From an optimization exercise on the open Yosys and OpenROAD flow, aimed at small area and a short achievable clock period; shortcuts taken in it are not production practice. Function was checked by simulation only, so behaviour that the tests miss may differ from the original.

## wk512_munit
module wk512_munit (
    input  wire        clk,
    input  wire        rst,         
    input  wire        in_valid,
    input  wire        in_short,
    input  wire [6:0]  in_opc,
    input  wire [4:0]  in_dst,
    input  wire [4:0]  in_src,
    input  wire [31:0] in_a,
    input  wire [31:0] in_b,
    input  wire        in_chain,
    output reg         g3_wen,
    output reg  [4:0]  g3_dst,
    output reg  [31:0] g3_data,
    output reg         g1_wen,
    output reg  [4:0]  g1_dst,
    output reg  [31:0] g1_data,
    output reg  [63:0] ac0,
    output reg  [63:0] ac1
);
clock: 11.5 ns
lec_check: 0
cap_margin: 20
core_margin: 2
core_utilization: 30
cts_buf_list: sky130_fd_sc_hd__clkbuf_8 sky130_fd_sc_hd__clkbuf_4
place_density: 0.45
slew_margin: 20
synth_hierarchical: 1
synth_minimum_keep_size: 0
standard.sh (not shown) runs the stock make flow with config.mk's settings and CLKGATE_MAP_FILE= SYNTH_SCRIPT=/design/flow/synth_recipe.tcl, a recipe that flattens the netlist after the stock synthesis.
==> flow/flow/run.sh <==
#!/bin/bash
set -euo pipefail
export SETUP_SLACK_MARGIN=6.5
export BUFFER_PORTS_ARGS="-buffer_cell sky130_fd_sc_hd__buf_2"
bash standard.sh > standard_flow.log 2>&1
The baseline passed the timing, design-rule and antenna checks.
Next try:
==> flow/flow/run.sh (replaced) <==
#!/bin/bash
set -euo pipefail
export SETUP_SLACK_MARGIN=6.5
export BUFFER_PORTS_ARGS="-buffer_cell sky130_fd_sc_hd__buf_4"
bash standard.sh > standard_flow.log 2>&1
--- a/flow/config.mk
+++ b/flow/config.mk
@@ -7,7 +7,7 @@
 export LEC_CHECK = 0
+export ABC_AREA = 1
 export CAP_MARGIN = 20
 export CORE_MARGIN = 2
-export CORE_UTILIZATION = 30
-export CTS_BUF_LIST = sky130_fd_sc_hd__clkbuf_8 sky130_fd_sc_hd__clkbuf_4
-export PLACE_DENSITY = 0.45
+export CORE_UTILIZATION = 45
+export PLACE_DENSITY = 0.55
 export SLEW_MARGIN = 20
The new run finished with timing, DRC and antenna clean. Design area rises slightly. Wire length falls slightly. Clock skew falls by 53 ps.

---

wk512_munit again, from the RTL that the note above started with.
==> flow/design.v (excerpt) <==
module wk512_munit (
    input  wire        clk,
    input  wire        rst,         
    input  wire        in_valid,
    input  wire        in_short,
    input  wire [6:0]  in_opc,
    input  wire [4:0]  in_dst,
    input  wire [4:0]  in_src,
    input  wire [31:0] in_a,
    input  wire [31:0] in_b,
    input  wire        in_chain,
    output reg         g3_wen,
    output reg  [4:0]  g3_dst,
    output reg  [31:0] g3_data,
    output reg         g1_wen,
    output reg  [4:0]  g1_dst,
    output reg  [31:0] g1_data,
    output reg  [63:0] ac0,
    output reg  [63:0] ac1
);
clock: 11.5 ns
lec_check: 0
cap_margin: 20
core_margin: 2
core_utilization: 55
place_density: 0.65
slew_margin: 20
synth_hierarchical: 1
synth_minimum_keep_size: 0
==> flow/flow/run.sh <==
#!/bin/bash
set -euo pipefail
export SETUP_SLACK_MARGIN=6.5
export BUFFER_PORTS_ARGS="-buffer_cell sky130_fd_sc_hd__buf_4"
bash standard.sh > standard_flow.log 2>&1
The first run went through all stages and came out clean.
Change:
==> flow/flow/run.sh (replaced) <==
#!/bin/bash
set -euo pipefail
export SETUP_SLACK_MARGIN=6
bash standard.sh > standard_flow.log 2>&1
Settings changed: CORE_UTILIZATION 55 to 30, PLACE_DENSITY 0.65 to 0.45.
Effect: Cell area rose by about 3%; via count fell by 3.5%; area after synthesis stays the same.
Change:
==> flow/flow/run.sh (replaced) <==
#!/bin/bash
set -euo pipefail
export SETUP_SLACK_MARGIN=6.5
export BUFFER_PORTS_ARGS="-buffer_cell sky130_fd_sc_hd__buf_4"
bash standard.sh > standard_flow.log 2>&1
After rerunning: Routed wire length is higher by 0.54%. First-iteration DRC count drops by 2.2%. Cell count stays flat. Hold slack improved by 0.0044 ns. Sequential share of layout area hardly moves. Global-route usage hardly moves. Core utilization hardly moves. Maximum frequency went up by 4.5%.
Change:
Settings changed: ABC_AREA set to 1.
Worst setup slack improves by 0.18 ns.
Flip-flop and latch count stays the same.
Change:
==> flow/flow/run.sh (replaced) <==
#!/bin/bash
set -euo pipefail
export SETUP_SLACK_MARGIN=7
export BUFFER_PORTS_ARGS="-buffer_cell sky130_fd_sc_hd__buf_4"
bash standard.sh > standard_flow.log 2>&1
Settings changed: ABC_AREA 1 to unset.
After rerunning: The changed run went through all stages and came out clean; sequential share of layout area falls by 1.2 points; non-clock buffer count rises by 202; fmax falls by about 5%; setup slack loses 0.26 ns; area after synthesis falls by about 2%; sequential cell count does not change.
Change:
==> flow/flow/run.sh (replaced) <==
#!/bin/bash
set -euo pipefail
export SETUP_SLACK_MARGIN=6.75
export BUFFER_PORTS_ARGS="-buffer_cell sky130_fd_sc_hd__buf_4"
bash standard.sh > standard_flow.log 2>&1
Settings changed: CTS_BUF_LIST set to sky130_fd_sc_hd__clkbuf_8 sky130_fd_sc_hd__clkbuf_4.
Worst setup slack got worse by 0.22 ns.
Via count fell by a few percent.
Synthesized area does not change.
Clock-buffer cell count increases by 56.
First-iteration DRC count went down by about a fifth.
Core utilization drops by 2.4 points.
Maximum frequency decreases by a few percent.
Die area stays the same.
Routed wire length falls by a few percent.

---

wk512_munit again, from the RTL that the note above started with.
==> flow/config.mk <==
export PLATFORM = sky130hd
export DESIGN_NAME = wk512_munit
export DESIGN_NICKNAME = wk512_munit
export VERILOG_FILES = /design/flow/design.v
export SDC_FILE = /design/flow/constraint.sdc
export NUM_CORES = 4
export LEC_CHECK = 0
export CAP_MARGIN = 20
export CORE_MARGIN = 2
export CORE_UTILIZATION = 45
export PLACE_DENSITY = 0.55
export SLEW_MARGIN = 20
export SYNTH_HIERARCHICAL = 1
export SYNTH_MINIMUM_KEEP_SIZE = 0
==> flow/constraint.sdc <==
create_clock -name core_clock -period 11.5 [get_ports {clk}]
set_input_delay 2.3000 -clock core_clock [delete_from_list [all_inputs] [get_ports {clk}]]
set_output_delay 2.3000 -clock core_clock [all_outputs]
set_load 0.01 [all_outputs]
==> flow/flow/run.sh <==
#!/bin/bash
set -euo pipefail
export SETUP_SLACK_MARGIN=6.5
export BUFFER_PORTS_ARGS="-buffer_cell sky130_fd_sc_hd__buf_4"
bash standard.sh > standard_flow.log 2>&1
==> next run, changes <==
==> flow/flow/run.sh (replaced) <==
#!/bin/bash
set -euo pipefail
export SETUP_SLACK_MARGIN=6.5
export BUFFER_PORTS_ARGS="-buffer_cell sky130_fd_sc_hd__buf_2"
bash standard.sh > standard_flow.log 2>&1
Settings changed: CTS_BUF_LIST set to sky130_fd_sc_hd__clkbuf_8 sky130_fd_sc_hd__clkbuf_4.
What happened: The changed run finished clean. Non-clock buffer count increases by 4. Utilization decreases by 0.53 points. Global-route usage decreases by 0.66 points. Worst setup slack loses 180 ps.

[re-timing with driven ports]
In the flow no input, the clock included, has a driving cell. The finished layouts below were timed again as built, in two steps. Step 1 sets driving cells, clkbuf_16 on the clock port and buf_2 on the other inputs (assumed; they add their load-dependent delay and slew). Step 2 moves the port delays by t, midway between the first and last clock arrival at a register: inputs arrive t later, outputs are due t later. That takes back most of the time a late clock gives input paths. Three values: ideal ports, drivers, drivers and shift; two values: the first two.
run | shift t [ns] | slack for setup (ns) | hold WS [ns] | cell pins on the clock port's net
the first run of note 1 | 0.911 | 6.095 / 6.034 / 5.663 | 0.324 / 0.324 / 0.324 | 1
the second run of note 1 | 0.742 | 6.464 / 6.376 / 5.880 | 0.326 / 0.326 / 0.326 | 1
the first run of note 2 | 0.735 | 6.248 / 6.177 / 5.876 | 0.331 / 0.331 / 0.331 | 1
the second run of note 2 | 0.752 | 6.043 / 5.976 / 5.434 | 0.326 / 0.326 / 0.326 | 1
the third run of note 2 | 0.737 | 6.279 / 6.212 / 5.883 | 0.330 / 0.330 / 0.330 | 1
the fourth run of note 2 | 0.760 | 6.459 / 6.374 / 5.812 | 0.325 / 0.325 / 0.325 | 1
the fifth run of note 2 | 0.761 | 6.198 / 6.129 / 6.107 | 0.325 / 0.325 / 0.325 | 1
the sixth run of note 2 | 0.895 | 5.981 / 5.919 / 5.898 | 0.327 / 0.327 / 0.327 | 1
the first run of note 3 | 0.717 | 6.355 / 6.287 / 5.821 | 0.331 / 0.331 / 0.331 | 1
the second run of note 3 | 0.889 | 6.176 / 6.109 / 5.726 | 0.328 / 0.328 / 0.328 | 1
After both steps every run listed still meets setup and hold. The setup slack of the fourth run of note 2, which loses most, moves by -0.085 ns with the drivers and by -0.647 ns with both steps.
